What follows belongs to an exercise in optimizing a design on an open flow for small area, a short achievable clock period and few clock cycles per item; a production flow would make more cautious choices.
Function was checked by simulation only, so behaviour that the tests miss may differ from the original.

==> design.v <==
module draft_chain (
    input  wire        clk,
    input  wire        rst,         
    input  wire        cfg_we,
    input  wire [5:0]  cfg_addr,
    input  wire [31:0] cfg_wdata,
    input  wire        in_valid,
    output wire        in_ready,
    input  wire [13:0] in_code,     
    input  wire [4:0]  in_flags,    
    input  wire        in_clear,    
    output wire        out_valid,
    output wire [31:0] out_word,
    output wire        idle
);
    localparam NSEC = 4;
    localparam F_CLIP   = 2;
    localparam F_FILL   = 5;
    reg [31:0]        cal_g;
    reg signed [31:0] cal_o;
    reg               dcb_en;
    reg               dcb_freeze;
    reg [4:0]         dcb_k;
    reg [2:0]         nsec;
    reg [4:0]         out_round;
    reg signed [23:0] out_gain;
    reg [15:0]        settle_len;
    reg signed [23:0] c_b0 [0:NSEC-1];
    reg signed [23:0] c_b1 [0:NSEC-1];
    reg signed [23:0] c_b2 [0:NSEC-1];
    reg signed [23:0] c_a1 [0:NSEC-1];
    reg signed [23:0] c_a2 [0:NSEC-1];
    reg [2:0]         c_s  [0:NSEC-1];
    reg [3:0]         c_d  [0:NSEC-1];
    wire [2:0] cfg_sec = cfg_addr[5:3] - 3'd1;
    wire [1:0] csel    = cfg_sec[1:0];
    always @(posedge clk) begin
        if (cfg_we) begin
            case (cfg_addr)
                6'd0: cal_g <= cfg_wdata;
                6'd1: cal_o <= cfg_wdata;
                6'd2: begin
                    dcb_en     <= cfg_wdata[0];
                    dcb_freeze <= cfg_wdata[1];
                    dcb_k      <= cfg_wdata[12:8];
                    nsec       <= cfg_wdata[18:16];
                    out_round  <= cfg_wdata[28:24];
                end
                6'd3: out_gain   <= cfg_wdata[23:0];
                6'd4: settle_len <= cfg_wdata[15:0];
                default: begin
                    if (cfg_addr >= 6'd8 && cfg_addr < 6'd8 + 8 * NSEC) begin
                        case (cfg_addr[2:0])
                            3'd0: c_b0[csel] <= cfg_wdata[23:0];
                            3'd1: c_b1[csel] <= cfg_wdata[23:0];
                            3'd2: c_b2[csel] <= cfg_wdata[23:0];
                            3'd3: c_a1[csel] <= cfg_wdata[23:0];
                            3'd4: c_a2[csel] <= cfg_wdata[23:0];
                            3'd5: begin
                                c_s[csel] <= cfg_wdata[2:0];
                                c_d[csel] <= cfg_wdata[11:8];
                            end
                            default: ;
                        endcase
                    end
                end
            endcase
        end
    end
    reg               r0_v, r1_v, r2_v, e_v, o_v;
    wire              e_done;                  
    wire              e_take = r2_v & (~e_v | e_done);
    wire              r2_en  = ~r2_v | e_take;
    wire              r1_take = r1_v & r2_en;
    wire              r1_en  = ~r1_v | r1_take;
    wire              r0_take = r0_v & r1_en;
    wire              r0_en  = ~r0_v | r0_take;
    wire              acc_in = in_valid & r0_en;
    assign in_ready = r0_en;
    assign idle     = ~(r0_v | r1_v | r2_v | e_v);
    reg signed [24:0] r0_x0;
    reg               r0_clip;
    reg [6:0]         r0_fl;
    reg               r0_clr, r0_disc;
    reg               prev_fill;
    wire signed [33:0] in_sum = {{10{in_code[13]}}, in_code, 10'd0} + {{2{cal_o[31]}}, cal_o};
    wire               in_hi  = in_sum > 34'sd16777215;
    wire               in_lo  = in_sum < -34'sd16777216;
    always @(posedge clk) begin
        if (acc_in) begin
            r0_x0   <= in_hi ? 25'sh0ffffff : in_lo ? 25'sh1000000 : in_sum[24:0];
            r0_clip <= in_hi | in_lo;
            r0_fl   <= {in_flags[4], in_flags[3], in_flags[2], 1'b0, 1'b0,
                        in_flags[1], in_flags[0]};
            r0_clr  <= in_clear;
            r0_disc <= in_clear | (prev_fill & ~in_flags[3]);
        end
    end
    reg signed [23:0] hold;
    reg signed [23:0] r1_x;
    reg [6:0]         r1_fl;
    reg               r1_clr, r1_disc;
    wire signed [32:0] cal_gs = {1'b0, cal_g};
    wire signed [57:0] cal_p  = cal_gs * r0_x0;
    wire signed [57:0] cal_t  = cal_p + 58'sd536870912;           
    wire signed [27:0] cal_q0 = cal_t[57:30];
    wire               cal_tie = (cal_t[29:0] == 30'd0);
    wire               cal_hi = cal_q0 > 28'sd8388607;
    wire               cal_lo = cal_q0 < -28'sd8388608;
    wire signed [23:0] cal_y  = cal_hi ? 24'sh7fffff : cal_lo ? 24'sh800000 :
                                {cal_q0[23:1], cal_q0[0] & ~cal_tie};
    wire               r0_fill = r0_fl[F_FILL];
    always @(posedge clk) begin
        if (r0_take) begin
            r1_x    <= r0_fill ? hold : cal_y;
            r1_fl   <= r0_fl | {4'd0, ~r0_fill & (r0_clip | cal_hi | cal_lo), 2'd0};
            r1_clr  <= r0_clr;
            r1_disc <= r0_disc;
        end
    end
    reg signed [47:0] est;
    reg               est_valid;
    reg signed [23:0] r2_x;
    reg [6:0]         r2_fl;
    reg               r2_clr, r2_disc;
    wire               ev      = est_valid & ~r1_clr;
    wire signed [48:0] dcb_x24 = {r1_x[23], r1_x, 24'd0};
    wire signed [48:0] dcb_e   = dcb_x24 - {est[47], est};
    wire signed [48:0] dcb_h   = (dcb_k == 5'd0) ? 49'sd0 : (49'sd1 <<< (dcb_k - 5'd1));
    wire signed [48:0] dcb_et  = dcb_e + dcb_h;
    wire signed [48:0] dcb_q0  = dcb_et >>> dcb_k;
    wire [48:0]        dcb_msk = ~(49'h1ffffffffffff << dcb_k);
    wire               dcb_tie = (dcb_k != 5'd0) && ((dcb_et & dcb_msk) == 49'd0);
    wire signed [48:0] dcb_rc  = {dcb_q0[48:1], dcb_q0[0] & ~dcb_tie};
    wire               dcb_hold = dcb_freeze | r1_fl[F_FILL];
    wire signed [47:0] est_new = ~ev ? dcb_x24[47:0] :
                                 dcb_hold ? est : est + dcb_rc[47:0];
    wire signed [24:0] est_t   = est_new[47:23] + 25'sd1;
    wire signed [23:0] est_q0  = est_t[24:1];
    wire               est_tie = (est_t[0] == 1'b0) && (est_new[22:0] == 23'd0);
    wire signed [23:0] est_r   = {est_q0[23:1], est_q0[0] & ~est_tie};
    wire signed [24:0] dcb_d   = {r1_x[23], r1_x} - {est_r[23], est_r};
    wire               dcb_hi  = (dcb_d[24:23] == 2'b01);
    wire               dcb_lo  = (dcb_d[24:23] == 2'b10);
    wire signed [23:0] dcb_y   = dcb_hi ? 24'sh7fffff : dcb_lo ? 24'sh800000 : dcb_d[23:0];
    always @(posedge clk) begin
        if (r1_take) begin
            if (dcb_en) begin
                est       <= est_new;
                est_valid <= 1'b1;
            end else if (r1_clr) begin
                est_valid <= 1'b0;
            end
            r2_x    <= dcb_en ? dcb_y : r1_x;
            r2_fl   <= r1_fl | {4'd0, dcb_en & (dcb_hi | dcb_lo), 2'd0};
            r2_clr  <= r1_clr;
            r2_disc <= r1_disc;
        end
    end
    reg signed [23:0] s_x1 [0:NSEC-1];
    reg signed [23:0] s_x2 [0:NSEC-1];
    reg signed [23:0] s_y1 [0:NSEC-1];
    reg signed [23:0] s_y2 [0:NSEC-1];
    reg [3:0]         s_cnt [0:NSEC-1];    
    reg [6:0]         s_fl  [0:NSEC-1];    
    reg signed [23:0] e_x;                 
    reg [6:0]         e_fl;
    reg [1:0]         e_sec;
    reg               e_out;               
    reg               e_fill;              
    reg [15:0]        settle_cnt;
    reg               settle_pend;
    wire [2:0]         sh  = e_out ? 3'd0 : c_s[e_sec];
    wire signed [23:0] k0  = e_out ? out_gain : c_b0[e_sec];
    wire signed [23:0] k1  = e_out ? 24'sd0 : c_b1[e_sec];
    wire signed [23:0] k2  = e_out ? 24'sd0 : c_b2[e_sec];
    wire signed [23:0] k3  = e_out ? 24'sd0 : c_a1[e_sec];
    wire signed [23:0] k4  = e_out ? 24'sd0 : c_a2[e_sec];
    wire signed [23:0] vx1 = s_x1[e_sec];
    wire signed [23:0] vx2 = s_x2[e_sec];
    wire signed [23:0] vy1 = s_y1[e_sec];
    wire signed [23:0] vy2 = s_y2[e_sec];
    wire signed [49:0] e_ff  = k0 * e_x + k1 * vx1 + k2 * vx2;
    wire signed [48:0] e_fb  = k3 * vy1 + k4 * vy2;
    wire signed [57:0] e_fbs = {{9{e_fb[48]}}, e_fb} <<< sh;
    wire signed [57:0] e_h   = 58'sd1 <<< (5'd21 + {2'd0, sh});
    wire signed [57:0] e_acc = {{8{e_ff[49]}}, e_ff} - e_fbs + e_h;
    wire signed [57:0] e_ts  = e_acc >>> sh;
    wire signed [35:0] e_q0  = e_ts[57:22];
    wire [57:0]        e_msk = ~(58'h3ffffffffffffff << (5'd22 + {2'd0, sh}));
    wire               e_tie = ((e_acc & e_msk) == 58'd0);
    wire               e_hi  = e_q0 > 36'sd8388607;
    wire               e_lo  = e_q0 < -36'sd8388608;
    wire signed [23:0] e_y   = e_hi ? 24'sh7fffff : e_lo ? 24'sh800000 :
                               {e_q0[23:1], e_q0[0] & ~e_tie};
    wire               e_clip = e_hi | e_lo;
    wire               e_pass = (s_cnt[e_sec] == 4'd0);
    wire [6:0]         e_sfl  = e_fl | {4'd0, e_clip, 2'd0};
    wire               e_last = ({1'b0, e_sec} + 3'd1 >= nsec);
    assign e_done = e_v & (e_out | ~e_pass);
    wire        settle_go  = settle_pend & ~e_fill;
    wire [15:0] settle_new = (settle_go && settle_len > settle_cnt) ? settle_len
                                                                   : settle_cnt;
    reg signed [23:0] o_p;
    reg [6:0]         o_fl;
    integer i;
    always @(posedge clk) begin
        if (e_v & ~e_out) begin
            s_x2[e_sec]  <= vx1;
            s_x1[e_sec]  <= e_x;
            s_y2[e_sec]  <= vy1;
            s_y1[e_sec]  <= e_y;
            s_cnt[e_sec] <= (s_cnt[e_sec] + 4'd1 >= c_d[e_sec]) ? 4'd0
                                                                : s_cnt[e_sec] + 4'd1;
            s_fl[e_sec]  <= e_pass ? 7'd0 : (s_fl[e_sec] | e_sfl);
        end
        if (e_take & r2_clr) begin
            for (i = 0; i < NSEC; i = i + 1) begin
                s_x1[i]  <= 24'sd0;
                s_x2[i]  <= 24'sd0;
                s_y1[i]  <= 24'sd0;
                s_y2[i]  <= 24'sd0;
                s_cnt[i] <= 4'd0;
                s_fl[i]  <= 7'd0;
            end
        end
        if (e_take) begin
            e_x   <= r2_x;
            e_fill <= r2_fl[F_FILL];
            e_fl  <= r2_fl;
            e_sec <= 2'd0;
            e_out <= (nsec == 3'd0);
        end else if (e_v & ~e_out & e_pass) begin
            e_x   <= e_y;
            e_fl  <= s_fl[e_sec] | e_sfl;
            e_sec <= e_sec + 2'd1;
            e_out <= e_last;
        end
        o_p  <= e_y;
        o_fl <= {e_fl[6:4], (settle_new != 16'd0), e_fl[2] | e_clip, e_fl[1:0]};
        if (rst) begin
            r0_v        <= 1'b0;
            r1_v        <= 1'b0;
            r2_v        <= 1'b0;
            e_v         <= 1'b0;
            o_v         <= 1'b0;
            hold        <= 24'sd0;
            settle_cnt  <= 16'd0;
            settle_pend <= 1'b0;
            prev_fill   <= 1'b0;
        end else begin
            if (acc_in) begin
                r0_v      <= 1'b1;
                prev_fill <= in_flags[3];
            end else if (r0_take) begin
                r0_v <= 1'b0;
            end
            if (r0_take) begin
                r1_v <= 1'b1;
                if (~r0_fill)
                    hold <= cal_y;
            end else if (r1_take) begin
                r1_v <= 1'b0;
            end
            if (r1_take)
                r2_v <= 1'b1;
            else if (e_take)
                r2_v <= 1'b0;
            if (e_take)
                e_v <= 1'b1;
            else if (e_done)
                e_v <= 1'b0;
            o_v <= e_v & e_out;
            if (e_v & e_out) begin
                if (settle_new != 16'd0)
                    settle_cnt <= settle_new - 16'd1;
            end
            settle_pend <= (settle_pend & ~(e_v & e_out & settle_go)) |
                           (e_take & r2_disc);
        end
    end
    wire signed [24:0] o_h   = (out_round == 5'd0) ? 25'sd0 : (25'sd1 <<< (out_round - 5'd1));
    wire signed [24:0] o_t   = {o_p[23], o_p} + o_h;
    wire [24:0]        o_msk = ~(25'h1ffffff << out_round);
    wire               o_tie = (out_round != 5'd0) && ((o_t & o_msk) == 25'd0);
    wire [24:0]        o_r   = (o_t & ~o_msk) & ~({24'd0, o_tie} << out_round);
    wire               o_hi  = (o_r[24:23] == 2'b01);
    wire [23:0]        o_w   = o_hi ? 24'h7fffff : o_r[23:0];
    assign out_valid = o_v;
    assign out_word  = {o_w, 1'b0, o_fl[6:3], o_fl[2] | o_hi, o_fl[1:0]};
endmodule
==> run.sh <==
#!/bin/bash
# synth_recipe.tcl (not shown) runs the flow's synth.tcl, then flattens the netlist and writes it again
# the make line also repeats each setting of config.mk as NAME=value (left out here)
make -C /OpenROAD-flow-scripts/flow DESIGN_CONFIG=/design/flow/config.mk WORK_HOME=/design/flow/orfs CLKGATE_MAP_FILE= SYNTH_SCRIPT=/design/flow/synth_recipe.tcl finish
==> config.mk <==
export PLATFORM = sky130hd
export DESIGN_NAME = draft_chain
export DESIGN_NICKNAME = draft_chain
export VERILOG_FILES = /design/flow/design.v
export SDC_FILE = /design/flow/constraint.sdc
export NUM_CORES = 4
export LEC_CHECK = 0
export CAP_MARGIN = 20
export CORE_MARGIN = 2
export CORE_UTILIZATION = 40
export PLACE_DENSITY = 0.6
export SLEW_MARGIN = 20
==> constraint.sdc <==
create_clock -name core_clock -period 18.0 [get_ports {clk}]
set_input_delay 3.6000 -clock core_clock [delete_from_list [all_inputs] [get_ports {clk}]]
set_output_delay 3.6000 -clock core_clock [all_outputs]
set_load 0.01 [all_outputs]
==> notes.md <==
For the pin count of the biggest net entering global routing, the log shows 193. The share of synthesized cell area in full adder, half adder and majority cells works out to 46.8%. The tools report the arrival time reported for the critical path endpoint as 17.48 ns. The min-delay analysis places its worst path in the category reg2reg.

The logs give 155000 for the number of vias after detailed routing and 0 for the total count of max-transition violations in the final report. The combinational family with the most area after synthesis was adder cells. Buffers added to address setup during post-CTS repair amount to 0.

The floorplan has 262 rows. At the end of routability-driven placement, the weighted congestion stood at 0.991. Compared with the post-synthesis result, the final layout area differs by 7.37%. STA classifies the critical path endpoint as a register.

Headroom to the max-slew limit came out at 17.9%. Setup total negative slack on the finished layout was measured at 0 ns. In the synthesized netlist the async set-or-reset flop fraction comes to 0%. For the via count of the first global-routing pass, the log shows 159000. Of the synthesized area, sequential elements account for 16.8%.

The final wirelength was 712 mm. For this run, the detailed router's first-pass iteration total came to 10. The TritonCTS buffer count was 162; the xor/xnor cell area share of the yosys netlist was 1.69%. For this run, the slowest stage of the critical path takes 0.86 ns.

The total half-perimeter wirelength after legalization and detailed placement came out at 557 mm. Leaving out fill and tap cells, the most frequent cell in the layout is inv_1. Most prevalent standard cell on the critical path: fa_1.

In this run, synthesis inferred 805 flip-flops with an integrated enable. TritonCTS built the clock tree. The logs give 516000 um2 for the total die area and 4 for the number of H-tree branching levels. Of the total synthesized cell area, the portion taken by AND, OR, NAND and NOR gates is 13.1%.

The detail route stage leaves a number of antenna-violating nets equal to 0. The category of the most critical setup path was reg2reg. The global-route wire length before repair came out at 1060 mm. The library cells used most frequently in the layout, excluding fill and tap cells, are inv_1, fa_1, nand2_1.

The tools report the post-synthesis cell area as 204000 um2. The worst endpoint required time was 18.61 ns; the number of hold violations in the final report was 0. The overall routing resource usage was 27.6%. During I/O placement, the number of pins put on the boundary was 97.

The final clock skew is 0.0896 ns. Measured against the total synthesized area, the mux share comes to 3.40%. Mean number of vias per cell: 5.46. Floorplan core area: 509000 um2. Summed over its instances, the top area cell type makes up 39.7% of the synthesized netlist area. Cell taking the most area after synthesis: fa_1. Clock-pin slew was measured on the worst setup and hold paths at 0.07 ns.

The initial utilization of the core area, before any placement, comes to 40.1%. The finished layout holds 28300 standard cells, fillers aside. Timing would allow up to 0.0593 GHz. From bottom edge to top edge, the die measures 718 um. For the placed cell count, the log shows 28000. Setup repair after global routing left no endpoint under its margin. The flow ran to the end and the layout has no timing, DRC or antenna violations. The synthesized netlist devotes 8.05% of its cell area to compound gates. For the pin with the worst max-slew slack, the measured transition is 1.23 ns. Cells with a size suffix above 1 make up 5.76% of the layout. Setup violations remaining at the end of the flow were counted as 0. After synthesis, the mean cell area works out to 9.35 um2.

The worst path uses 93.7% of the clock period. The number of antenna violations at the first check in global routing is 43. The tools report the library cell used as clock root buffer as clkbuf_16.

The logs give 0 for the global-route congestion overflow total and 1 for the count of synthesis-stage warnings from yosys. Max-cap violations in this run came to 0. In this run, distinct cell masters in the synthesized netlist total 107. The slowest stage of the critical path is the dfxtp_4 cell. The highest fanout seen on the critical path is 44.

Dividing the detail-routed wire length by the instance count gives 25.1 um. The synthesized design contains 1311 register bits. At the later pin of the worst-skew pair, clock insertion delay measures 0.92 ns. For this design, the sink count on the clock tree is 1311. After technology mapping, the gate count stands at 21800. The die is 718 um wide.

The initial DRC count is 15200. Ranked by total cell area, the synthesized netlist is headed by fa_1, edfxtp_1, inv_1, ha_1, nand2_1. The hold buffer count at cts came out at 0. The leading register cell type out of synthesis was edfxtp_1.

For the DRC violation count after routing, the log shows 0. The startpoint kind of the worst setup timing path is a register. The final layout contains 26700 nets.

The longest clock path from root to sink contains 4 buffers. Subtracting the final worst setup slack from the clock period gives 16.87 ns. Gates resized during post-CTS repair numbered 0.

Hold slack: 0.420 ns. The number of port buffers works out to 95.
-- final timing paths --
| kind | slack, ns | start | depth (start not counted) | to |
|---|---|---|---|---|
| worst max register to register | 1.13 | register | 52 | e_x[11]$_DFFE_PP_ |
| worst min-delay path | 0.42 | r1_fl[1]$_DFFE_PP_ | 0 | r2_fl[1]$_DFFE_PP_ |
| worst min register to register | 0.42 | r1_fl[1]$_DFFE_PP_ | 0 | r2_fl[1]$_DFFE_PP_ |
| worst max-delay path | 1.13 | register | 52 | e_x[11]$_DFFE_PP_ |
-- cell type report --
class                      instances  area (um2)
antenna                           47         118
fill                           49500      290000
sequential                      1311       34300
multi-input combinational      15000      150000
clock buffer                     214        4510
tap                             6732        8420
timing repair buffer             545        4440
inverter                        4385       16500
clock inverter                    83         910
-- per-stage QoR --
stage | util, % | cell area, um2 | setup slack (ns)
after detailed placement | 42.0 | 214000 | 1.36
final | 43.1 | 219000 | 1.13
after global placement | 42.0 | 214000 | 1.00
after floorplan | - | 204000 | 2.67
after CTS | 43.0 | 219000 | 1.29
after global routing | 43.1 | 219000 | 0.384
-- routing by layer --
layer / vias up / wire, um / track usage (%)
met3: 1289 / 72800 / 6.24
li1: 66500 / - / -
met2: 7539 / 313000 / 42.3
met5: - / 159 / 0
met1: 79400 / 289000 / 37.4
met4: 24 / 37800 / 12.1
-- cells in the mapped netlist (201+ instances only) --
cell type,instances
inv_1,4374
fa_1,4049
nand2_1,3157
nor2_1,1688
ha_1,1157
clkbuf_1,966
a21oi_1,938
edfxtp_1,805
dfxtp_1,506
and2_1,496
o21ai_0,446
mux2i_1,373
a211oi_1,270
xnor2_1,270
a21o_1,201
-- critical path: cells and delay by family (launching register included) --
| kind | cells | cell delay, ns |
|---|---|---|
| mux | 1 | 0.38 |
| flops | 1 | 0.86 |
| xor+xnor | 2 | 0.59 |
| fa+ha+maj | 13 | 6.16 |
| buf+inv | 10 | 1.43 |
| simple gates | 9 | 1.78 |
| compound gates | 17 | 5.21 |
-- registers in the layout, summed over array words and instances, names as in the netlist, 24 cells and up, named ones only --
name	count
r1_x	24
c_b2	96
s_x1	96
hold	24
out_gain	24
c_a2	96
c_b1	96
s_fl	24
cal_o	32
est	48
s_y1	96
c_b0	96
c_a1	96
s_x2	96
e_x	24
cal_g	32
s_y2	96
r0_x0	25
o_p	24
r2_x	24
-- cell families after synthesis --
kind of cell	after synthesis
AO/OA/AOI/OAI	2604
XOR/XNOR	392
adder cells (fa/ha/maj)	5207
buffers and inverters	5503
flip-flops	1311
multiplexers	582
other	2
AND/OR/NAND/NOR	6227
Testbench counts, summed over its fixed seeds: cycles 37,889, items 25,600.

what the ideal ports hide:
How much do the figures lean on ideal ports? The routed layout below was timed once more, with nothing changed but the port constraints.
Step 1 sets driving cells, clkbuf_16 on the clock port and buf_2 on the other inputs (assumed; they add their load-dependent delay and slew).
Step 2 moves the port delays by t, midway between the first and last clock arrival at a register: inputs arrive t later, outputs are due t later. That takes back most of the time a late clock gives input paths.
a / b / c = ideal ports / drivers / drivers and shift; a / b = the first two.
t (ns): 0.966
setup slack, ns: 1.134 / 1.134 / 1.134
slew at the worst register clock pin (ns): 0.07 / 0.07
After both steps setup and hold are still met in this run. The setup slack of this run moves by 0.000 ns with the drivers and by 0.000 ns with both steps.
